Background: an optimization exercise with open tools, aiming at small area, a short achievable clock period and few clock cycles. Do not read the settings as production practice. At most, simulation tests tie the RTL to the original design; equivalence was not proved. Function not checked in runs 2 and 3: the RTL went through the layout flow alone.

$ cat flow/design.v
module dg_lane (
    input  wire         clk,
    input  wire         rst,
    input  wire         in_valid,
    output wire         in_ready,
    input  wire [31:0]  in_data,
    input  wire         in_last,
    input  wire [2:0]   in_nbytes,
    input  wire [1:0]   in_mode,
    output wire         out_valid,
    output wire [255:0] out_digest
);
    localparam [1:0] MODE_SHA  = 2'd0;
    localparam [1:0] MODE_HMAC = 2'd1;
    localparam [1:0] MODE_KEY  = 2'd2;
    localparam [2:0] E_NONE = 3'd0;   
    localparam [2:0] E_OUT  = 3'd1;   
    localparam [2:0] E_OUTR = 3'd2;   
    localparam [2:0] E_KEYI = 3'd3;   
    localparam [2:0] E_KEYO = 3'd4;   
    localparam [1:0] I_CONT = 2'd0;
    localparam [1:0] I_IV   = 2'd1;
    localparam [1:0] I_IS   = 2'd2;
    localparam [1:0] I_OS   = 2'd3;
    localparam [1:0] H_FREE  = 2'd0;   
    localparam [1:0] H_CHAIN = 2'd1;   
    localparam [1:0] H_DIG   = 2'd2;   
    localparam [1:0] H_READY = 2'd3;   
    localparam [2:0] L_IDLE = 3'd0;   
    localparam [2:0] L_MSG  = 3'd1;   
    localparam [2:0] L_PAD  = 3'd2;   
    localparam [2:0] L_K17  = 3'd3;   
    localparam [2:0] L_OPAD = 3'd4;   
    localparam [2:0] L_OUTA = 3'd5;   
    localparam [2:0] L_OUTB = 3'd6;   
    function [31:0] rotr(input [31:0] x, input integer n);
        rotr = (x >> n) | (x << (32 - n));
    endfunction
    function [31:0] keep_bytes(input [31:0] d, input [2:0] n);
        case (n)
            3'd0:    keep_bytes = 32'h0;
            3'd1:    keep_bytes = {d[31:24], 24'h0};
            3'd2:    keep_bytes = {d[31:16], 16'h0};
            3'd3:    keep_bytes = {d[31:8], 8'h0};
            default: keep_bytes = d;
        endcase
    endfunction
    function [31:0] pad_byte(input [2:0] n);
        case (n)
            3'd0:    pad_byte = 32'h80000000;
            3'd1:    pad_byte = 32'h00800000;
            3'd2:    pad_byte = 32'h00008000;
            3'd3:    pad_byte = 32'h00000080;
            default: pad_byte = 32'h0;
        endcase
    endfunction
    reg [3:0]   ph;
    reg         busy;         
    reg [1:0]   q;
    reg [2:0]   cur_end;      
    reg [1:0]   hstat;
    reg         hl;           
    reg [1:0]   hsrc;
    reg         endd;         
    reg         op1, ov;
    reg         xis, xos;     
    reg         os_pend;      
    reg [2:0]   lst;
    reg [1:0]   lmode;
    reg [3:0]   wslot;        
    reg         wfull;        
    reg         pv;           
    reg [1:0]   pinit;        
    reg [2:0]   pend_end;     
    reg [21:0]  bcnt;
    reg         pad80, fin;
    reg [31:0]  w  [0:15];
    reg [31:0]  kr [0:15];
    reg [31:0]  hr [0:7];
    reg [31:0]  a, b, c, e, f, g, X, Y;
    wire [5:0] t     = {q, ph};
    wire       s15   = (ph == 4'd15);
    wire       t62   = busy && (t == 6'd62);
    wire       t63   = busy && (t == 6'd63);
    wire       ffw   = busy && (t == 6'd61 || t == 6'd62 || t == 6'd63);
    wire       ph18  = (ph != 4'd0) && (ph <= 4'd8);
    wire start = s15 && wfull &&
                 ((pinit == I_CONT) ? ((busy && q == 2'd3 && cur_end == E_NONE) ||
                                       (!busy && hstat == H_CHAIN))
                                    : (!busy && hstat == H_READY));
    wire rstart  = start && !busy;           
    wire sched   = (busy && t <= 6'd46) || start;
    wire wfree   = !sched && !wfull;
    wire [3:0] cslot = ph + 4'd1;
    wire slot_ok = wfree && (cslot == wslot);
    assign in_ready = (lst == L_IDLE) ? (wfree && s15 && !(in_mode == MODE_KEY && os_pend)) :
                      (lst == L_MSG)  ? slot_ok :
                      (lst == L_K17);
    wire fire = in_valid && in_ready;
    wire [2:0]  nb       = in_last ? in_nbytes : 3'd4;
    wire [1:0]  cur_mode = (lst == L_IDLE) ? in_mode : lmode;
    wire [31:0] kept     = keep_bytes(in_data, nb);
    wire [31:0] msg_word = kept | pad_byte(nb);
    reg        ins;
    reg [31:0] ins_w;
    reg        k1w;           
    reg [31:0] k1v;
    always @(*) begin
        ins   = 1'b0;
        ins_w = 32'h0;
        k1w   = 1'b0;
        k1v   = 32'h0;
        case (lst)
            L_IDLE, L_MSG: begin
                ins = fire;
                if (cur_mode == MODE_KEY) begin
                    ins_w = kept ^ 32'h36363636;
                    k1w   = fire;
                    k1v   = kept;
                end else begin
                    ins_w = msg_word;
                end
            end
            L_PAD: begin
                ins = slot_ok;
                if (lmode == MODE_KEY) begin
                    ins_w = 32'h36363636;
                    k1w   = slot_ok;
                end else if (!pad80)
                    ins_w = 32'h80000000;
                else if (wslot == 4'd15 && fin)
                    ins_w = {7'd0, bcnt, 3'd0};
            end
            L_OPAD: begin
                ins   = slot_ok;
                ins_w = kr[0] ^ 32'h5c5c5c5c;
            end
            L_OUTA: begin
                ins   = slot_ok;
                ins_w = (wslot == 4'd8) ? 32'h80000000 : (wslot == 4'd15) ? 32'd768 : 32'h0;
            end
            L_OUTB: begin
                ins   = slot_ok && (hstat == H_DIG);
                ins_w = hr[{ph[1:0], 1'b0}];
            end
            default: ;
        endcase
    end
    wire [5:0] kidx = t + 6'd1;
    reg [31:0] kt;
    always @(*) begin
        case (kidx)
            6'd0:  kt = 32'h428a2f98; 6'd1:  kt = 32'h71374491;
            6'd2:  kt = 32'hb5c0fbcf; 6'd3:  kt = 32'he9b5dba5;
            6'd4:  kt = 32'h3956c25b; 6'd5:  kt = 32'h59f111f1;
            6'd6:  kt = 32'h923f82a4; 6'd7:  kt = 32'hab1c5ed5;
            6'd8:  kt = 32'hd807aa98; 6'd9:  kt = 32'h12835b01;
            6'd10: kt = 32'h243185be; 6'd11: kt = 32'h550c7dc3;
            6'd12: kt = 32'h72be5d74; 6'd13: kt = 32'h80deb1fe;
            6'd14: kt = 32'h9bdc06a7; 6'd15: kt = 32'hc19bf174;
            6'd16: kt = 32'he49b69c1; 6'd17: kt = 32'hefbe4786;
            6'd18: kt = 32'h0fc19dc6; 6'd19: kt = 32'h240ca1cc;
            6'd20: kt = 32'h2de92c6f; 6'd21: kt = 32'h4a7484aa;
            6'd22: kt = 32'h5cb0a9dc; 6'd23: kt = 32'h76f988da;
            6'd24: kt = 32'h983e5152; 6'd25: kt = 32'ha831c66d;
            6'd26: kt = 32'hb00327c8; 6'd27: kt = 32'hbf597fc7;
            6'd28: kt = 32'hc6e00bf3; 6'd29: kt = 32'hd5a79147;
            6'd30: kt = 32'h06ca6351; 6'd31: kt = 32'h14292967;
            6'd32: kt = 32'h27b70a85; 6'd33: kt = 32'h2e1b2138;
            6'd34: kt = 32'h4d2c6dfc; 6'd35: kt = 32'h53380d13;
            6'd36: kt = 32'h650a7354; 6'd37: kt = 32'h766a0abb;
            6'd38: kt = 32'h81c2c92e; 6'd39: kt = 32'h92722c85;
            6'd40: kt = 32'ha2bfe8a1; 6'd41: kt = 32'ha81a664b;
            6'd42: kt = 32'hc24b8b70; 6'd43: kt = 32'hc76c51a3;
            6'd44: kt = 32'hd192e819; 6'd45: kt = 32'hd6990624;
            6'd46: kt = 32'hf40e3585; 6'd47: kt = 32'h106aa070;
            6'd48: kt = 32'h19a4c116; 6'd49: kt = 32'h1e376c08;
            6'd50: kt = 32'h2748774c; 6'd51: kt = 32'h34b0bcb5;
            6'd52: kt = 32'h391c0cb3; 6'd53: kt = 32'h4ed8aa4a;
            6'd54: kt = 32'h5b9cca4f; 6'd55: kt = 32'h682e6ff3;
            6'd56: kt = 32'h748f82ee; 6'd57: kt = 32'h78a5636f;
            6'd58: kt = 32'h84c87814; 6'd59: kt = 32'h8cc70208;
            6'd60: kt = 32'h90befffa; 6'd61: kt = 32'ha4506ceb;
            6'd62: kt = 32'hbef9a3f7; default: kt = 32'hc67178f2;
        endcase
    end
    reg [31:0] ivw;
    always @(*) begin
        case (ph[2:0])
            3'd1:    ivw = 32'h5be0cd19;
            3'd2:    ivw = 32'h1f83d9ab;
            3'd3:    ivw = 32'h9b05688c;
            3'd4:    ivw = 32'h510e527f;
            3'd5:    ivw = 32'ha54ff53a;
            3'd6:    ivw = 32'h3c6ef372;
            3'd7:    ivw = 32'hbb67ae85;
            default: ivw = 32'h6a09e667;
        endcase
    end
    wire [31:0] s1 = rotr(e, 6) ^ rotr(e, 11) ^ rotr(e, 25);
    wire [31:0] s0 = rotr(a, 2) ^ rotr(a, 13) ^ rotr(a, 22);
    wire [31:0] ch = (e & f) ^ (~e & g);
    wire [31:0] mj = (a & b) ^ (a & c) ^ (b & c);
    wire [31:0] e_new = s1 + ch + X;
    wire [31:0] a_new = s1 + ch + Y + s0 + mj;
    wire [31:0] ss0   = rotr(w[1], 7) ^ rotr(w[1], 18) ^ (w[1] >> 3);
    wire [31:0] ss1   = rotr(w[14], 17) ^ rotr(w[14], 19) ^ (w[14] >> 10);
    wire [31:0] wnext = ss1 + w[9] + ss0 + w[0];
    wire [31:0] xa = start ? hr[1] : c;
    wire [31:0] yb = start ? hr[5] : g;
    wire [31:0] xr = t62 ? hr[1] : 32'h0;
    wire [31:0] yr = t62 ? hr[5] : 32'h0;
    wire [31:0] Xn = xa + yb + kt + w[0] + xr;
    wire [31:0] Yn = yb + kt + w[0] + yr;
    wire [31:0] hsrc_w = (hsrc == I_IS) ? kr[0] : (hsrc == I_OS) ? kr[8] : ivw;
    wire [31:0] ha = (endd || hl) ? 32'h0 : hr[7];
    wire [31:0] aa = (ffw || endd) ? a : hl ? hsrc_w : 32'h0;
    wire [31:0] add_a = ha + aa;
    wire [31:0] he = endd ? 32'h0 : hr[3];
    wire [31:0] ee = (ffw || endd) ? e : 32'h0;
    wire [31:0] add_e = he + ee;
    integer i;
    always @(posedge clk) begin
        a <= rstart ? hr[6] : a_new;
        b <= start ? add_a : a;
        c <= start ? hr[0] : b;
        e <= rstart ? hr[2] : e_new;
        f <= start ? add_e : e;
        g <= start ? hr[4] : f;
        X <= Xn;
        Y <= Yn;
        for (i = 0; i < 15; i = i + 1)
            w[i] <= w[i + 1];
        w[15] <= sched ? wnext : ins ? ins_w : w[0];
        for (i = 1; i < 8; i = i + 1)
            if (i != 4) hr[i] <= hr[i - 1];
        hr[0] <= add_a;
        hr[4] <= add_e;
        for (i = 0; i < 15; i = i + 1)
            if (i != 7) kr[i] <= kr[i + 1];
        kr[7]  <= (xos && ph18) ? hr[7] : kr[8];
        kr[15] <= (xis && ph18) ? hr[7] : k1w ? k1v : kr[0];
    end
    assign out_valid = ov;
    assign out_digest = {hr[0], hr[1], hr[2], hr[3], hr[4], hr[5], hr[6], hr[7]};
    always @(posedge clk) begin
        if (rst) begin
            ph       <= 4'd0;
            busy     <= 1'b0;
            q        <= 2'd3;
            cur_end  <= E_NONE;
            hstat    <= H_FREE;
            hl       <= 1'b0;
            hsrc     <= I_IV;
            endd     <= 1'b0;
            op1      <= 1'b0;
            ov       <= 1'b0;
            xis      <= 1'b0;
            xos      <= 1'b0;
            os_pend  <= 1'b0;
            lst      <= L_IDLE;
            lmode    <= MODE_SHA;
            wslot    <= 4'd0;
            wfull    <= 1'b0;
            pv       <= 1'b0;
            pinit    <= I_CONT;
            pend_end <= E_NONE;
            bcnt     <= 22'd0;
            pad80    <= 1'b0;
            fin      <= 1'b0;
        end else begin
            ph   <= ph + 4'd1;
            endd <= t63;
            op1  <= t63 && (cur_end == E_OUT);
            ov   <= op1;
            case (lst)
                L_IDLE: if (fire) begin
                    lmode <= in_mode;
                    pv    <= 1'b1;
                    pinit <= (in_mode == MODE_HMAC) ? I_IS : I_IV;
                    bcnt  <= ((in_mode == MODE_HMAC) ? 22'd64 : 22'd0) + {19'd0, nb};
                    fin   <= 1'b0;
                    wslot <= 4'd1;
                    if (in_mode == MODE_KEY) os_pend <= 1'b1;
                    if (in_last) begin
                        pad80 <= (nb != 3'd4);
                        lst   <= L_PAD;
                    end else begin
                        pad80 <= 1'b0;
                        lst   <= L_MSG;
                    end
                end
                L_MSG: if (fire) begin
                    bcnt  <= bcnt + {19'd0, nb};
                    wslot <= wslot + 4'd1;
                    if (wslot == 4'd0) begin
                        pv    <= 1'b1;
                        pinit <= I_CONT;
                    end
                    if (wslot == 4'd15) begin
                        wfull    <= 1'b1;
                        pend_end <= (lmode == MODE_KEY) ? E_KEYI : E_NONE;
                    end
                    if (in_last) begin
                        pad80 <= (nb != 3'd4);
                        lst   <= (lmode == MODE_KEY && wslot == 4'd15) ? L_OPAD : L_PAD;
                    end else if (lmode == MODE_KEY && wslot == 4'd15) begin
                        lst <= L_K17;
                    end
                end
                L_PAD: if (ins) begin
                    wslot <= wslot + 4'd1;
                    if (wslot == 4'd0) begin
                        pv    <= 1'b1;
                        pinit <= I_CONT;
                    end
                    if (lmode == MODE_KEY) begin
                        if (wslot == 4'd15) begin
                            wfull    <= 1'b1;
                            pend_end <= E_KEYI;
                            lst      <= L_OPAD;
                        end
                    end else begin
                        pad80 <= 1'b1;
                        if (wslot == 4'd14) fin <= pad80;
                        if (wslot == 4'd15) begin
                            wfull <= 1'b1;
                            if (fin) begin
                                if (lmode == MODE_HMAC) begin
                                    pend_end <= E_OUTR;
                                    lst      <= L_OUTA;
                                    wslot    <= 4'd8;
                                end else begin
                                    pend_end <= E_OUT;
                                    lst      <= L_IDLE;
                                end
                            end else begin
                                pend_end <= E_NONE;
                            end
                        end
                    end
                end
                L_K17: if (fire) lst <= L_OPAD;
                L_OPAD: if (ins) begin
                    wslot <= wslot + 4'd1;
                    if (wslot == 4'd0) begin
                        pv    <= 1'b1;
                        pinit <= I_IV;
                    end
                    if (wslot == 4'd15) begin
                        wfull    <= 1'b1;
                        pend_end <= E_KEYO;
                        lst      <= L_IDLE;
                    end
                end
                L_OUTA: if (ins) begin
                    wslot <= wslot + 4'd1;
                    if (wslot == 4'd8) begin
                        pv    <= 1'b1;
                        pinit <= I_OS;
                    end
                    if (wslot == 4'd15) begin
                        wslot <= 4'd1;
                        lst   <= L_OUTB;
                    end
                end
                L_OUTB: if (ins) begin
                    wslot <= wslot + 4'd1;
                    if (wslot == 4'd7) wslot <= 4'd0;
                    if (wslot == 4'd0) begin
                        wfull    <= 1'b1;
                        pend_end <= E_OUT;
                        hstat    <= H_FREE;
                        lst      <= L_IDLE;
                    end
                end
                default: lst <= L_IDLE;
            endcase
            if (s15) begin
                if (start) begin
                    busy    <= 1'b1;
                    q       <= 2'd0;
                    cur_end <= pend_end;
                    wfull   <= 1'b0;
                    pv      <= 1'b0;
                end else if (busy && q != 2'd3) begin
                    q <= q + 2'd1;
                end else begin
                    busy <= 1'b0;
                end
            end
            if (t63) begin
                case (cur_end)
                    E_OUT:  hstat <= H_FREE;
                    E_OUTR: hstat <= H_DIG;
                    E_KEYI: begin hstat <= H_FREE; xis <= 1'b1; end
                    E_KEYO: begin hstat <= H_FREE; xos <= 1'b1; end
                    default: ;
                endcase
            end
            if (start) hstat <= H_CHAIN;
            if (ph == 4'd0 && !busy && hstat == H_FREE && pv && pinit != I_CONT) begin
                hl   <= 1'b1;
                hsrc <= pinit;
            end
            if (ph == 4'd8) begin
                hl  <= 1'b0;
                if (hl) hstat <= H_READY;
                xis <= 1'b0;
                xos <= 1'b0;
                if (xos) os_pend <= 1'b0;
            end
        end
    end
endmodule
$ cat flow/run.sh
#!/bin/bash
# synth_recipe.tcl (not shown) runs the flow's synth.tcl, then flattens the netlist and writes it again
# the make line also repeats each setting of config.mk as NAME=value (left out here)
make -C /OpenROAD-flow-scripts/flow DESIGN_CONFIG=/design/flow/config.mk WORK_HOME=/design/flow/orfs CLKGATE_MAP_FILE= SYNTH_SCRIPT=/design/flow/synth_recipe.tcl finish
$ cat flow/config.mk
export PLATFORM = sky130hd
export DESIGN_NAME = dg_lane
export DESIGN_NICKNAME = dg_lane
export VERILOG_FILES = /design/flow/design.v
export SDC_FILE = /design/flow/constraint.sdc
export NUM_CORES = 4
export LEC_CHECK = 0
export CAP_MARGIN = 20
export CORE_MARGIN = 2
export CORE_UTILIZATION = 30
export PLACE_DENSITY = 0.45
export SLEW_MARGIN = 20
$ cat flow/constraint.sdc
create_clock -name core_clock -period 10.0 [get_ports {clk}]
set_input_delay 2.0000 -clock core_clock [delete_from_list [all_inputs] [get_ports {clk}]]
set_output_delay 2.0000 -clock core_clock [all_outputs]
set_load 0.01 [all_outputs]
==> notes.md, run 1 <==
R2R Path End: X[30]
Slew HR: 0.142
Hold endpoint: w[14][6]
Htree depth: 4
Period utilization: 0.863
WL/cell: 27.9 µm
Outcome: complete, no violations
Synth unique cells: 90
Die Span X: 479 µm
Seq cells post-synth: 1,597
Clk sinks: 1,597
CTS buffer count: 177
Initial antenna violation count: 22
Syn_area_per_cell: 10.0 µm²
Number of DRC markers in iteration 0: 4,744
Critical path class: reg -> reg
Post-synth top flop: dfxtp_1
Largest area contributor in the netlist: dfxtp_1
Post-synth top cells: dfxtp_1 (1,597), nand2_1 (777), xnor2_1 (407)
Combinational family with the most area after synthesis: adder cells
Die ar.: 230,000 µm²
Sequential area share after synthesis: 0.472
Ys async rst share: 0
Compound-cell area share of the yosys netlist: 0.133
Global-route usage over all layers: 0.243
Hold Fails Final Rpt: 0
RD Place Congestion: 0.979
Synth top area share: 0.472
Drt first pass iters: 9
CTS Hold Bufs: 0
Die height: 479 µm
HPWL Detailed: 225,000 µm
RSZ-0062 raised after global routing: false
Actual slew at the worst max-slew pin: 1290 ps
Rows: 174
CP required: 10,740 ps
Largest net degree at the start of global routing: 99
Fraction of layout cells with a size suffix above 1: 0.0846
Peak fanout along the critical path: 31
Port Buf Inserts: 298
Setup bufs post-CTS: 0
NumNets Final: 7,646
Slew Limit Fails: 0
Clock Path Buffers: 3
Reg clk slew, reported paths: 70 ps
Most frequent cell after synthesis: dfxtp_1
DRC: 0
Syn Nets: 7,371
Clk root buf: clkbuf_16
Routed Antenna Nets: 0
Fmax: 116 MHz
Number of global-route vias before repair: 50.3k
Cells after synthesis: 6,757
FF-to-FF setup slack: 1370 ps
Hold depth: 0
Grt ovf: 0
Crit path time final: 8630 ps
HP Start: w[15][6]
Number of flops mapped to enable cells by yosys: 0
Initial Util: 0.301
TritonCTS clock tree: yes
CORE AREA: 225,000 µm²
Utilization of the core after routing: 0.358
Clock skew: 75.9 ps
Synth-to-Final Area Change: 18.9%
Post_cts resized: 0
Final WL: 284,000 µm
Via density: 5.03
Synth Area in XOR/XNOR: 0.0699
Post-Syn Area: 67,700 µm²
Worst min-delay path category: reg -> reg
Setup violations, final: 0
Crit start category: flip-flop
Mux share of post-synthesis cell area: 0.0302
Synth top area cells: dfxtp_1 (47%), fa_1 (7.8%), ha_1 (5.7%)
First-pass GRT wire length: 393,000 µm
Final TNS setup: 0 ps
Reg2reg start: ph[2]
Crit path DAT: 9370 ps
Ys Warns: 4
Via count: 51.2k
Max-cap violation count: 0
Simple-gate share of the synthesized area: 0.115
Clk latency of the worst-skew pair: 880 ps
Worst r2r path cells: 25
Adder-cell share of the synthesized area: 0.140
I/O pins: 299
CP Capture Type: flip-flop
## area by class of cell
cell class | instances | area [µm²]
Tap cell | 2992 | 3740
Inverter | 406 | 1520
Timing Repair Buffer | 423 | 3920
Fill cell | 22700 | 144000
Clock inverter | 85 | 1310
Sequential cell | 1597 | 32000
Clock buffer | 235 | 4860
Antenna cell | 12 | 30.0
Multi-Input combinational cell | 4427 | 33200
## cells by family (layout without fill, tap and decap cells)
family	Yosys count	after routing
simple gates	1718	1718
flops	1597	1597
compound gates	1391	1391
buf+inv	733	1149
fa+ha+maj	604	604
xor+xnor	531	531
mux	183	183
other cells	0	12
## state kept, by name, summed over array words and instances, names as in the netlist, 2 cells and up
name,flops
X,32
Y,32
a,32
b,32
bcnt,22
c,32
cur_end,3
e,32
f,32
g,32
hr,256
hsrc,2
hstat,2
kr,512
lmode,2
lst,3
pend_end,3
ph,4
pinit,2
q,2
w,512
wslot,4
## routing by layer
layer	vias up	track usage	wire [µm]
met5	-	0	77
met4	12	0.131	17300
met3	469	0.0421	16900
met2	1822	0.390	130000
met1	25400	0.310	121000
li1	23500	-	-
## stage by stage
| step | worst slack (ps) | area [µm²] | hold slack (ps) | std cells |
|---|---|---|---|---|
| floorplan | 3070 | 67700 | 310 | 6757 |
| global placement | 1590 | 74300 | 310 | 9842 |
| detailed placement | 1480 | 74300 | 312 | 9845 |
| CTS | 1490 | 80500 | 273 | 10200 |
| global route | 834 | 80500 | 285 | 10200 |
| finish | 1370 | 80500 | 283 | 10200 |
## layout by cell type, fill, tap and decap left out, types with 19 or more instances in the layout
cell                n
a211oi_1           51
a21o_1            111
a21oi_1           398
a221oi_1           29
a222oi_1           37
a31oi_1            46
and2_1            138
and3_1             38
buf_4             122
bufinv_16          19
clkbuf_1           37
clkbuf_16         177
clkbuf_8           21
clkdlybuf4s50_1   297
clkinvlp_4         19
dfxtp_1          1593
fa_1              263
ha_1              305
inv_1             403
maj3_1             31
mux2_2            112
mux2i_1            65
nand2_1           775
nand2b_1           39
nand3_1           100
nand4_1            30
nor2_1            353
nor2b_1            73
nor3_1             80
o2111ai_1          20
o211ai_1           74
o21a_1             37
o21ai_0           312
o21bai_1           38
o31ai_1            37
or2_2              20
xnor2_1           406
xor2_1            115
## worst max path at each step
stage / to / slack [ps] / cells after the start / startpoint
after floorplan: X[31] / 3070 / 30 / ph[2]
after global placement: X[30] / 1590 / 25 / ph[2]
after detailed placement: X[30] / 1480 / 25 / ph[2]
after CTS: X[30] / 1490 / 25 / ph[2]
after global routing: X[30] / 830 / 25 / ph[2]
final: X[30] / 1370 / 25 / ph[2]
## critical path, stage by stage (launching register included)
cell and delay, ps:
dfxtp_1 310, buf_4 330, clkinv_1 460, ha_2 1060
nand2_1 380, a31oi_1 300, o21ai_0 90, o21ai_0 790
xor2_1 160, ha_1 230, o21bai_1 170, fa_1 540
inv_1 50, fa_1 470, inv_1 40, ha_1 330
o21ai_0 110, o31ai_1 520, a211oi_1 290, a211oi_1 450
o21ai_0 290, a211oi_1 380, nor3_1 130, o41ai_1 390
a21oi_1 130, xnor2_1 130
Testbench counts, summed over its fixed seeds: cycles 160,840.
==> run 2: changes to the inputs <==
--- a/flow/design.v
+++ b/flow/design.v
@@ -55,4 +55,25 @@
         endcase
     endfunction
+    function [31:0] bk_add(input [31:0] x, input [31:0] y);
+        reg [31:0] gg, pp, G, P;
+        integer lv, k;
+        begin
+            gg = x & y;
+            pp = x ^ y;
+            G = gg;
+            P = pp;
+            for (lv = 1; lv < 32; lv = lv * 2)
+                for (k = 2 * lv - 1; k < 32; k = k + 2 * lv) begin
+                    G[k] = G[k] | (P[k] & G[k - lv]);
+                    P[k] = P[k] & P[k - lv];
+                end
+            for (lv = 8; lv >= 1; lv = lv / 2)
+                for (k = 3 * lv - 1; k < 32; k = k + 2 * lv) begin
+                    G[k] = G[k] | (P[k] & G[k - lv]);
+                    P[k] = P[k] & P[k - lv];
+                end
+            bk_add = pp ^ {G[30:0], 1'b0};
+        end
+    endfunction
     reg [3:0]   ph;
     reg         busy;         
@@ -66,4 +87,5 @@
     reg         xis, xos;     
     reg         os_pend;      
+    reg         mode_ok;
     reg [2:0]   lst;
     reg [1:0]   lmode;
@@ -78,15 +100,14 @@
     reg [31:0]  kr [0:15];
     reg [31:0]  hr [0:7];
-    reg [31:0]  a, b, c, e, f, g, X, Y;
+    reg [31:0]  a, b, c, e, f, g;
+    reg [31:0]  Xs, Xc, Ys, Yc;   
+    reg         start_r;
     wire [5:0] t     = {q, ph};
     wire       s15   = (ph == 4'd15);
-    wire       t62   = busy && (t == 6'd62);
     wire       t63   = busy && (t == 6'd63);
-    wire       ffw   = busy && (t == 6'd61 || t == 6'd62 || t == 6'd63);
+    reg        t62;           
+    reg        ffw;           
     wire       ph18  = (ph != 4'd0) && (ph <= 4'd8);
-    wire start = s15 && wfull &&
-                 ((pinit == I_CONT) ? ((busy && q == 2'd3 && cur_end == E_NONE) ||
-                                       (!busy && hstat == H_CHAIN))
-                                    : (!busy && hstat == H_READY));
+    wire start = start_r;
     wire rstart  = start && !busy;           
     wire sched   = (busy && t <= 6'd46) || start;
@@ -94,5 +115,5 @@
     wire [3:0] cslot = ph + 4'd1;
     wire slot_ok = wfree && (cslot == wslot);
-    assign in_ready = (lst == L_IDLE) ? (wfree && s15 && !(in_mode == MODE_KEY && os_pend)) :
+    assign in_ready = (lst == L_IDLE) ? (wfree && s15 && (!os_pend || mode_ok)) :
                       (lst == L_MSG)  ? slot_ok :
                       (lst == L_K17);
@@ -147,40 +168,45 @@
         endcase
     end
-    wire [5:0] kidx = t + 6'd1;
+    wire wfull_set = ins && (((lst == L_MSG || lst == L_PAD || lst == L_OPAD) && wslot == 4'd15) ||
+                             (lst == L_OUTB && wslot == 4'd0));
+    wire start_n = (ph == 4'd14) && (wfull || wfull_set) &&
+                   ((pinit == I_CONT) ? ((busy && q == 2'd3 && cur_end == E_NONE) ||
+                                         (!busy && hstat == H_CHAIN))
+                                      : (!busy && hstat == H_READY));
     reg [31:0] kt;
     always @(*) begin
-        case (kidx)
-            6'd0:  kt = 32'h428a2f98; 6'd1:  kt = 32'h71374491;
-            6'd2:  kt = 32'hb5c0fbcf; 6'd3:  kt = 32'he9b5dba5;
-            6'd4:  kt = 32'h3956c25b; 6'd5:  kt = 32'h59f111f1;
-            6'd6:  kt = 32'h923f82a4; 6'd7:  kt = 32'hab1c5ed5;
-            6'd8:  kt = 32'hd807aa98; 6'd9:  kt = 32'h12835b01;
-            6'd10: kt = 32'h243185be; 6'd11: kt = 32'h550c7dc3;
-            6'd12: kt = 32'h72be5d74; 6'd13: kt = 32'h80deb1fe;
-            6'd14: kt = 32'h9bdc06a7; 6'd15: kt = 32'hc19bf174;
-            6'd16: kt = 32'he49b69c1; 6'd17: kt = 32'hefbe4786;
-            6'd18: kt = 32'h0fc19dc6; 6'd19: kt = 32'h240ca1cc;
-            6'd20: kt = 32'h2de92c6f; 6'd21: kt = 32'h4a7484aa;
-            6'd22: kt = 32'h5cb0a9dc; 6'd23: kt = 32'h76f988da;
-            6'd24: kt = 32'h983e5152; 6'd25: kt = 32'ha831c66d;
-            6'd26: kt = 32'hb00327c8; 6'd27: kt = 32'hbf597fc7;
-            6'd28: kt = 32'hc6e00bf3; 6'd29: kt = 32'hd5a79147;
-            6'd30: kt = 32'h06ca6351; 6'd31: kt = 32'h14292967;
-            6'd32: kt = 32'h27b70a85; 6'd33: kt = 32'h2e1b2138;
-            6'd34: kt = 32'h4d2c6dfc; 6'd35: kt = 32'h53380d13;
-            6'd36: kt = 32'h650a7354; 6'd37: kt = 32'h766a0abb;
-            6'd38: kt = 32'h81c2c92e; 6'd39: kt = 32'h92722c85;
-            6'd40: kt = 32'ha2bfe8a1; 6'd41: kt = 32'ha81a664b;
-            6'd42: kt = 32'hc24b8b70; 6'd43: kt = 32'hc76c51a3;
-            6'd44: kt = 32'hd192e819; 6'd45: kt = 32'hd6990624;
-            6'd46: kt = 32'hf40e3585; 6'd47: kt = 32'h106aa070;
-            6'd48: kt = 32'h19a4c116; 6'd49: kt = 32'h1e376c08;
-            6'd50: kt = 32'h2748774c; 6'd51: kt = 32'h34b0bcb5;
-            6'd52: kt = 32'h391c0cb3; 6'd53: kt = 32'h4ed8aa4a;
-            6'd54: kt = 32'h5b9cca4f; 6'd55: kt = 32'h682e6ff3;
-            6'd56: kt = 32'h748f82ee; 6'd57: kt = 32'h78a5636f;
-            6'd58: kt = 32'h84c87814; 6'd59: kt = 32'h8cc70208;
-            6'd60: kt = 32'h90befffa; 6'd61: kt = 32'ha4506ceb;
-            6'd62: kt = 32'hbef9a3f7; default: kt = 32'hc67178f2;
+        case (t)
+            6'd0: kt = 32'h71374491; 6'd1: kt = 32'hb5c0fbcf;
+            6'd2: kt = 32'he9b5dba5; 6'd3: kt = 32'h3956c25b;
+            6'd4: kt = 32'h59f111f1; 6'd5: kt = 32'h923f82a4;
+            6'd6: kt = 32'hab1c5ed5; 6'd7: kt = 32'hd807aa98;
+            6'd8: kt = 32'h12835b01; 6'd9: kt = 32'h243185be;
+            6'd10: kt = 32'h550c7dc3; 6'd11: kt = 32'h72be5d74;
+            6'd12: kt = 32'h80deb1fe; 6'd13: kt = 32'h9bdc06a7;
+            6'd14: kt = 32'hc19bf174; 6'd15: kt = 32'he49b69c1;
+            6'd16: kt = 32'hefbe4786; 6'd17: kt = 32'h0fc19dc6;
+            6'd18: kt = 32'h240ca1cc; 6'd19: kt = 32'h2de92c6f;
+            6'd20: kt = 32'h4a7484aa; 6'd21: kt = 32'h5cb0a9dc;
+            6'd22: kt = 32'h76f988da; 6'd23: kt = 32'h983e5152;
+            6'd24: kt = 32'ha831c66d; 6'd25: kt = 32'hb00327c8;
+            6'd26: kt = 32'hbf597fc7; 6'd27: kt = 32'hc6e00bf3;
+            6'd28: kt = 32'hd5a79147; 6'd29: kt = 32'h06ca6351;
+            6'd30: kt = 32'h14292967; 6'd31: kt = 32'h27b70a85;
+            6'd32: kt = 32'h2e1b2138; 6'd33: kt = 32'h4d2c6dfc;
+            6'd34: kt = 32'h53380d13; 6'd35: kt = 32'h650a7354;
+            6'd36: kt = 32'h766a0abb; 6'd37: kt = 32'h81c2c92e;
+            6'd38: kt = 32'h92722c85; 6'd39: kt = 32'ha2bfe8a1;
+            6'd40: kt = 32'ha81a664b; 6'd41: kt = 32'hc24b8b70;
+            6'd42: kt = 32'hc76c51a3; 6'd43: kt = 32'hd192e819;
+            6'd44: kt = 32'hd6990624; 6'd45: kt = 32'hf40e3585;
+            6'd46: kt = 32'h106aa070; 6'd47: kt = 32'h19a4c116;
+            6'd48: kt = 32'h1e376c08; 6'd49: kt = 32'h2748774c;
+            6'd50: kt = 32'h34b0bcb5; 6'd51: kt = 32'h391c0cb3;
+            6'd52: kt = 32'h4ed8aa4a; 6'd53: kt = 32'h5b9cca4f;
+            6'd54: kt = 32'h682e6ff3; 6'd55: kt = 32'h748f82ee;
+            6'd56: kt = 32'h78a5636f; 6'd57: kt = 32'h84c87814;
+            6'd58: kt = 32'h8cc70208; 6'd59: kt = 32'h90befffa;
+            6'd60: kt = 32'ha4506ceb; 6'd61: kt = 32'hbef9a3f7;
+            6'd62: kt = 32'hc67178f2; default: kt = 32'h428a2f98;
         endcase
     end
@@ -202,22 +228,44 @@
     wire [31:0] ch = (e & f) ^ (~e & g);
     wire [31:0] mj = (a & b) ^ (a & c) ^ (b & c);
-    wire [31:0] e_new = s1 + ch + X;
-    wire [31:0] a_new = s1 + ch + Y + s0 + mj;
+    wire [31:0] a1s = Ys ^ Yc ^ ch;
+    wire [31:0] a1c = {((Ys & Yc) | (Ys & ch) | (Yc & ch)), 1'b0};
+    wire [31:0] a2s = s0 ^ s1 ^ mj;
+    wire [31:0] a2c = {((s0 & s1) | (s0 & mj) | (s1 & mj)), 1'b0};
+    wire [31:0] a3s = a1s ^ a1c ^ a2s;
+    wire [31:0] a3c = {((a1s & a1c) | (a1s & a2s) | (a1c & a2s)), 1'b0};
+    wire [31:0] a4s = a3s ^ a3c ^ a2c;
+    wire [31:0] a4c = {((a3s & a3c) | (a3s & a2c) | (a3c & a2c)), 1'b0};
+    wire [31:0] a_new = a4s + a4c;
+    wire [31:0] e1s = Xs ^ Xc ^ ch;
+    wire [31:0] e1c = {((Xs & Xc) | (Xs & ch) | (Xc & ch)), 1'b0};
+    wire [31:0] e2s = e1s ^ e1c ^ s1;
+    wire [31:0] e2c = {((e1s & e1c) | (e1s & s1) | (e1c & s1)), 1'b0};
+    wire [31:0] e_new = e2s + e2c;
     wire [31:0] ss0   = rotr(w[1], 7) ^ rotr(w[1], 18) ^ (w[1] >> 3);
     wire [31:0] ss1   = rotr(w[14], 17) ^ rotr(w[14], 19) ^ (w[14] >> 10);
-    wire [31:0] wnext = ss1 + w[9] + ss0 + w[0];
+    wire [31:0] sc1s  = ss1 ^ w[9] ^ w[0];
+    wire [31:0] sc1c  = {((ss1 & w[9]) | (ss1 & w[0]) | (w[9] & w[0])), 1'b0};
+    wire [31:0] sc2s  = sc1s ^ sc1c ^ ss0;
+    wire [31:0] sc2c  = {((sc1s & sc1c) | (sc1s & ss0) | (sc1c & ss0)), 1'b0};
+    wire [31:0] wnext = bk_add(sc2s, sc2c);
     wire [31:0] xa = start ? hr[1] : c;
     wire [31:0] yb = start ? hr[5] : g;
     wire [31:0] xr = t62 ? hr[1] : 32'h0;
     wire [31:0] yr = t62 ? hr[5] : 32'h0;
-    wire [31:0] Xn = xa + yb + kt + w[0] + xr;
-    wire [31:0] Yn = yb + kt + w[0] + yr;
+    wire [31:0] p1s = yb ^ kt ^ w[0];
+    wire [31:0] p1c = {((yb & kt) | (yb & w[0]) | (kt & w[0])), 1'b0};
+    wire [31:0] Ysn = p1s ^ p1c ^ yr;
+    wire [31:0] Ycn = {((p1s & p1c) | (p1s & yr) | (p1c & yr)), 1'b0};
+    wire [31:0] p2s = p1s ^ p1c ^ xa;
+    wire [31:0] p2c = {((p1s & p1c) | (p1s & xa) | (p1c & xa)), 1'b0};
+    wire [31:0] Xsn = p2s ^ p2c ^ xr;
+    wire [31:0] Xcn = {((p2s & p2c) | (p2s & xr) | (p2c & xr)), 1'b0};
     wire [31:0] hsrc_w = (hsrc == I_IS) ? kr[0] : (hsrc == I_OS) ? kr[8] : ivw;
-    wire [31:0] ha = (endd || hl) ? 32'h0 : hr[7];
-    wire [31:0] aa = (ffw || endd) ? a : hl ? hsrc_w : 32'h0;
-    wire [31:0] add_a = ha + aa;
+    wire [31:0] ha = endd ? 32'h0 : hr[7];
+    wire [31:0] aa = (ffw || endd) ? a : 32'h0;
+    wire [31:0] add_a = bk_add(ha, aa);
     wire [31:0] he = endd ? 32'h0 : hr[3];
     wire [31:0] ee = (ffw || endd) ? e : 32'h0;
-    wire [31:0] add_e = he + ee;
+    wire [31:0] add_e = bk_add(he, ee);
     integer i;
     always @(posedge clk) begin
@@ -228,6 +276,8 @@
         f <= start ? add_e : e;
         g <= start ? hr[4] : f;
-        X <= Xn;
-        Y <= Yn;
+        Xs <= Xsn;
+        Xc <= Xcn;
+        Ys <= Ysn;
+        Yc <= Ycn;
         for (i = 0; i < 15; i = i + 1)
             w[i] <= w[i + 1];
@@ -235,5 +285,5 @@
         for (i = 1; i < 8; i = i + 1)
             if (i != 4) hr[i] <= hr[i - 1];
-        hr[0] <= add_a;
+        hr[0] <= hl ? hsrc_w : add_a;
         hr[4] <= add_e;
         for (i = 0; i < 15; i = i + 1)
@@ -247,4 +297,8 @@
         if (rst) begin
             ph       <= 4'd0;
+            start_r  <= 1'b0;
+            mode_ok  <= 1'b0;
+            t62      <= 1'b0;
+            ffw      <= 1'b0;
             busy     <= 1'b0;
             q        <= 2'd3;
@@ -271,4 +325,8 @@
         end else begin
             ph   <= ph + 4'd1;
+            start_r <= start_n;
+            mode_ok <= in_valid && !fire && (in_mode != MODE_KEY);
+            t62     <= busy && q == 2'd3 && ph == 4'd13;
+            ffw     <= busy && q == 2'd3 && (ph == 4'd12 || ph == 4'd13 || ph == 4'd14);
             endd <= t63;
             op1  <= t63 && (cur_end == E_OUT);
==> notes.md, run 2 <==
Clk root buf: clkbuf_16
Htree depth: 4
Critical path's slowest cell: clkdlybuf4s50_1
Most common cell after layout, fill and taps aside: dfxtp_1
TritonCTS clock tree: yes
Seq cells post-synth: 1,663
Fraction of layout cells with a size suffix above 1: 0.105
Via count: 45.1k
Post-Syn Area: 66,100 µm²
Worst min-delay path category: reg -> reg
Met2 Routed Length: 116,000 µm
Slew Limit Fails: 0
Critical path class: reg -> out
Syn_area_per_cell: 11.0 µm²
CP required: 8000 ps
Number of flops mapped to enable cells by yosys: 0
Max-cap violation count: 0
RD Place Congestion: 0.953
First-pass GRT wire length: 362,000 µm
Peak fanout along the critical path: 16
HPWL Detailed: 205,000 µm
Setup violations, final: 0
Crit path DAT: 4600 ps
Largest net degree at the start of global routing: 68
Initial antenna violation count: 21
Initial Util: 0.301
Die Span X: 473 µm
Ys async rst share: 0
Cells after synthesis: 6,000
Clock Path Buffers: 3
Rows: 172
Port Buf Inserts: 298
Synth-to-Final Area Change: 19.3%
Drt first pass iters: 8
NumNets Final: 6,935
Clk latency of the worst-skew pair: 900 ps
Post_cts resized: 0
Uppermost routed layer: met5
Number of global-route vias before repair: 45.1k
Commonest cells after routing, fill and taps aside: dfxtp_1 (1,653), inv_1 (486), fa_1 (415)
CP Cell Sequence: clkinv_1, ha_1, buf_4, xnor2_1, nand4_1, nor2_1, o2111a_1, clkdlybuf4s50_1
RSZ-0062 raised after global routing: false
Fmax: 152 MHz
Outcome: complete, no violations
Largest area contributor in the netlist: dfxtp_1
Routed Antenna Nets: 0
Synth top area cells: dfxtp_1 (50%), fa_1 (13%), ha_1 (3.8%)
Filler cells: 21.6k
Reg clk slew, reported paths: 80 ps
Period utilization: 0.660
Sequential area share after synthesis: 0.504
Die height: 473 µm
Setup bufs post-CTS: 0
Number of DRC markers in iteration 0: 3,999
Ys Warns: 4
Global-route usage over all layers: 0.231
Final TNS setup: 0 ps
Top delay family on crit path: buffers and inverters
Synth unique cells: 91
DRC: 0
Die ar.: 224,000 µm²
Multi-input gate area in the final layout: 29,900 µm²
Met1 wire length: 121,000 µm
Post-synth top flop: dfxtp_1
Clock skew: 101 ps
Via density: 4.84
CORE AREA: 219,000 µm²
Register Area: 33,300 µm²
Crit start category: flip-flop
Largest registers: kr: 512 flops, w: 512 flops, hr: 256 flops
CP Capture Type: output pin
WL/cell: 28.1 µm
Worst Path Buf+Inv: 3
Critical Path Max Stage Delay: 710 ps
Hold Fails Final Rpt: 0
Synth top area share: 0.504
CTS buffer count: 181
DR WL met3: 15,300 µm
Final WL: 262,000 µm
Slew HR: 0.152
Grt ovf: 0
Utilization of the core after routing: 0.359
Actual slew at the worst max-slew pin: 1260 ps
Post-synth top cells: dfxtp_1 (1,663), inv_1 (487), fa_1 (415)
Most frequent cell after synthesis: dfxtp_1
Syn Nets: 6,657
I/O pins: 299
Clk sinks: 1,663
CTS Hold Bufs: 0
Crit path time final: 6600 ps
## run 2: cells by family (layout without fill, tap and decap cells)
| logic type | after synthesis | in the layout | share of synthesized area |
|---|---|---|---|
| buf+inv | 790 | 1220 | 0.0454 |
| mux | 285 | 285 | 0.0486 |
| other cells | 0 | 8 | 0 |
| compound gates | 1056 | 1056 | 0.102 |
| flops | 1663 | 1663 | 0.504 |
| fa+ha+maj | 617 | 617 | 0.164 |
| simple gates | 1216 | 1216 | 0.0866 |
| xor+xnor | 373 | 373 | 0.0497 |
## run 2: per-stage QoR
stage / hold WS [ps] / cell area (µm²) / worst slack (ps) / std cells
3_5_place_dp: 312 / 72300 / 4190 / 8966
2_1_floorplan: 310 / 66100 / 5200 / 6000
4_1_cts: 251 / 78800 / 3370 / 9301
5_1_grt: 278 / 78800 / 3250 / 9302
6_report: 269 / 78800 / 3400 / 9309
3_3_place_gp: 309 / 72300 / 3770 / 8963
## run 2: final cells by class
cell class,instances,area share
inverters,491,0.0234
multi-input cells,3547,0.379
diodes,8,0.000254
flip-flops and latches,1663,0.423
clock inverters,92,0.0173
well taps,2871,0.0456
clock buffers,243,0.0646
repair buffers,394,0.0471
## run 2: final timing paths
kind | start | end | slack [ps] | depth (start not counted)
setup / recovery | ph[0] | in_ready | 3400 | 8
setup reg to reg | ph[0] | Xs[16] | 4160 | 14
hold reg to reg | w[8][7] | w[7][7] | 270 | 0
hold / removal | w[8][7] | w[7][7] | 270 | 0
## run 2: routing by layer
metal,vias up,track usage
met5,-,0
li1,20500,-
met1,22700,0.324
met4,8,0.0828
met2,1521,0.358
met3,335,0.0371
==> run 3: changes to the inputs <==
--- a/flow/config.mk
+++ b/flow/config.mk
@@ -8,5 +8,6 @@
 export CAP_MARGIN = 20
 export CORE_MARGIN = 2
-export CORE_UTILIZATION = 30
-export PLACE_DENSITY = 0.45
+export CORE_UTILIZATION = 50
+export PLACE_DENSITY = 0.6
+export SETUP_SLACK_MARGIN = 4.5
 export SLEW_MARGIN = 20
==> notes.md, run 3 <==
Rows: 133
Clk root buf: clkbuf_16
Htree depth: 4
RSZ-0062 raised after global routing: true
CP Cell Sequence: buf_8, clkinvlp_4, buf_4, ha_2, buf_4, nor2_1, a2111oi_0, a21oi_1, o21ai_0, fa_1, inv_1, fa_1, inv_1, fa_1
Actual slew at the worst max-slew pin: 1340 ps
Global-route usage over all layers: 0.351
Routed Antenna Nets: 0
Hold Fails Final Rpt: 0
Clock skew: 74.4 ps
Ys Warns: 4
Initial Util: 0.503
Top delay family on crit path: adder cells
Outcome: complete, no violations
Clk sinks: 1,663
Via count: 45.5k
Port Buf Inserts: 298
FF-to-FF setup slack: 4510 ps
WL/cell: 29.3 µm
Synth-to-Final Area Change: 16.6%
Clock Path Buffers: 3
Filler cells: 11.0k
Number of global-route vias before repair: 44.7k
HP Start: kr[12][12]
Slew HR: 0.0997
Worst min-delay path category: reg -> reg
Most frequent cell after synthesis: dfxtp_1
Via density: 5.60
Crit path DAT: 6180 ps
Die ar.: 135,000 µm²
Period utilization: 0.549
Post-synth top cells: dfxtp_1 (1,663), inv_1 (487), fa_1 (415)
Crit path time final: 5490 ps
Worst r2r path cells: 14
Peak fanout along the critical path: 24
TritonCTS clock tree: yes
I/O pins: 299
CTS Hold Bufs: 0
R2R Path End: Xs[25]
Synth unique cells: 91
Syn Nets: 6,657
Number of DRC markers in iteration 0: 4,625
Critical Path Max Stage Delay: 700 ps
Reg clk slew, reported paths: 60 ps
Largest net degree at the start of global routing: 118
First-pass GRT wire length: 335,000 µm
Syn_area_per_cell: 11.0 µm²
Critical path's slowest cell: o21ai_0
Setup violations, final: 0
Seq cells post-synth: 1,663
NumNets Final: 6,904
HPWL Detailed: 184,000 µm
Non-Filler Instances: 8,137
Synth top area share: 0.504
Cells after synthesis: 6,000
Worst Path Buf+Inv: 6
Final WL: 238,000 µm
CP Capture Type: flip-flop
Commonest cells after routing, fill and taps aside: dfxtp_1 (1,633), inv_1 (486), fa_1 (415)
Sequential area share after synthesis: 0.504
Max-cap violation count: 0
Most common cell after layout, fill and taps aside: dfxtp_1
Hold depth: 0
Post-synth top flop: dfxtp_1
Slew Limit Fails: 0
CORE AREA: 131,000 µm²
Hold endpoint: kr[11][12]
Fmax: 182 MHz
Largest registers: kr: 512 flops, w: 512 flops, hr: 256 flops
Reg2reg start: ph[1]
Crit start category: flip-flop
Final TNS setup: 0 ps
CTS buffer count: 165
Largest area contributor in the netlist: dfxtp_1
CP required: 10,690 ps
CP most frequent cell: fa_1
Fraction of layout cells with a size suffix above 1: 0.105
Synth top area cells: dfxtp_1 (50%), fa_1 (13%), ha_1 (3.8%)
Initial antenna violation count: 25
Grt ovf: 0
Die Span X: 367 µm
Critical path class: reg -> reg
DRC: 0
Number of flops mapped to enable cells by yosys: 0
Die height: 367 µm
Clk latency of the worst-skew pair: 830 ps
Post-Syn Area: 66,100 µm²
RD Place Congestion: 0.973
Placed cells: 7,828
Ys async rst share: 0
Drt first pass iters: 7
==> run 3: cell counts after synthesis <==
Identical to the previous run, type by type.
==> run 3: layout make-up <==
cell class                      count  area (µm²)  area share
Multi-Input combinational cell   3547       30000       0.390
Clock buffer                      226        4690      0.0609
Tap cell                         1755        2200      0.0285
Sequential cell                  1663       33300       0.433
Antenna cell                        3        7.51   0.0000975
Clock inverter                     73        1220      0.0158
Timing Repair Buffer              379        3700      0.0481
Inverter                          491        1850      0.0240
==> run 3: per-layer routing <==
metal  track usage  wire length [µm]  up-vias
li1              -                 -    20400
met1         0.482            102000    22700
met2         0.537            106000     2035
met3        0.0613             18200      427
met4         0.168             12900       10
met5             0                57        -
==> run 3: worst max-delay path by stage <==
stage                 to        from  slack [ps]  cells after the start
2_1_floorplan  w[15][31]   w[14][12]        5200                     21
3_3_place_gp   w[15][17]  in_mode[1]        4020                     12
3_5_place_dp   w[15][17]  in_mode[1]        4000                     12
4_1_cts         in_ready       ph[1]        4480                      9
5_1_grt        w[15][31]   w[14][18]        4340                     21
6_report          Xs[25]       ph[1]        4510                     14
==> run 3: repair_timing <==
| item | CTS | global route |
|---|---|---|
| cloned | 1 | 0 |
| buffers inserted | 5 | 1 |
| resized for setup | 36 | 31 |
| pin swaps | 3 | 2 |
| endpoints found under the setup margin | 23 | 19 |
==> run 3: cells by family (layout without fill, tap and decap cells) <==
family                     count (synthesis)  after routing  synth area share
AOI/OAI and AO/OA                       1056           1056             0.102
xor gates and xnor gates                 373            373            0.0497
adders and majority gates                617            617             0.164
buffers and inverters                    790           1169            0.0454
DFF                                     1663           1663             0.504
muxes                                    285            285            0.0486
other                                      0              3                 0
and+or+nand+nor                         1216           1216            0.0866
==> run 3: through the flow <==
stage	utilization	worst slack (ps)	area (µm²)	hold slack, ps
after floorplan	-	5200	66100	310
after global placement	0.539	4020	70700	310
after CTS	0.586	4480	76900	276
after detailed placement	0.539	4000	70800	312
after global routing	0.586	4340	77000	270
final	0.587	4510	77000	279

## static timing again, ports no longer ideal
The results above use ideal ports. As a check the final layouts listed here were re-extracted and re-timed, cells and wires unchanged. Step 1: set_driving_cell puts a clkbuf_16 on clk and a buf_2 on each other input, an assumption about the parent block. Step 2 moves the port delays by t, midway between the first and last clock arrival at a register: inputs arrive t later, outputs are due t later. That takes back most of the time a late clock gives input paths. Slacks: no drivers / after step 1 / after step 2; pairs: no drivers / after step 1.
run	shift t [ns]	setup slack, ns	worst setup path after step 2	slew at the worst register clock pin (ns)	worst slew at a driven data input, ns
run 1	0.925	1.369 / 1.369 / 1.369	register to register	0.07 / 0.07	0.10
run 2	0.947	3.401 / 3.302 / 4.157	register to register	0.08 / 0.08	0.12
run 3	0.879	4.511 / 4.511 / 3.981	input to register	0.08 / 0.08	0.06
After both steps setup and hold are still met in every run listed. For run 3, which loses most, drivers alone change the setup slack by 0.000 ns; drivers and shift together by -0.530 ns.
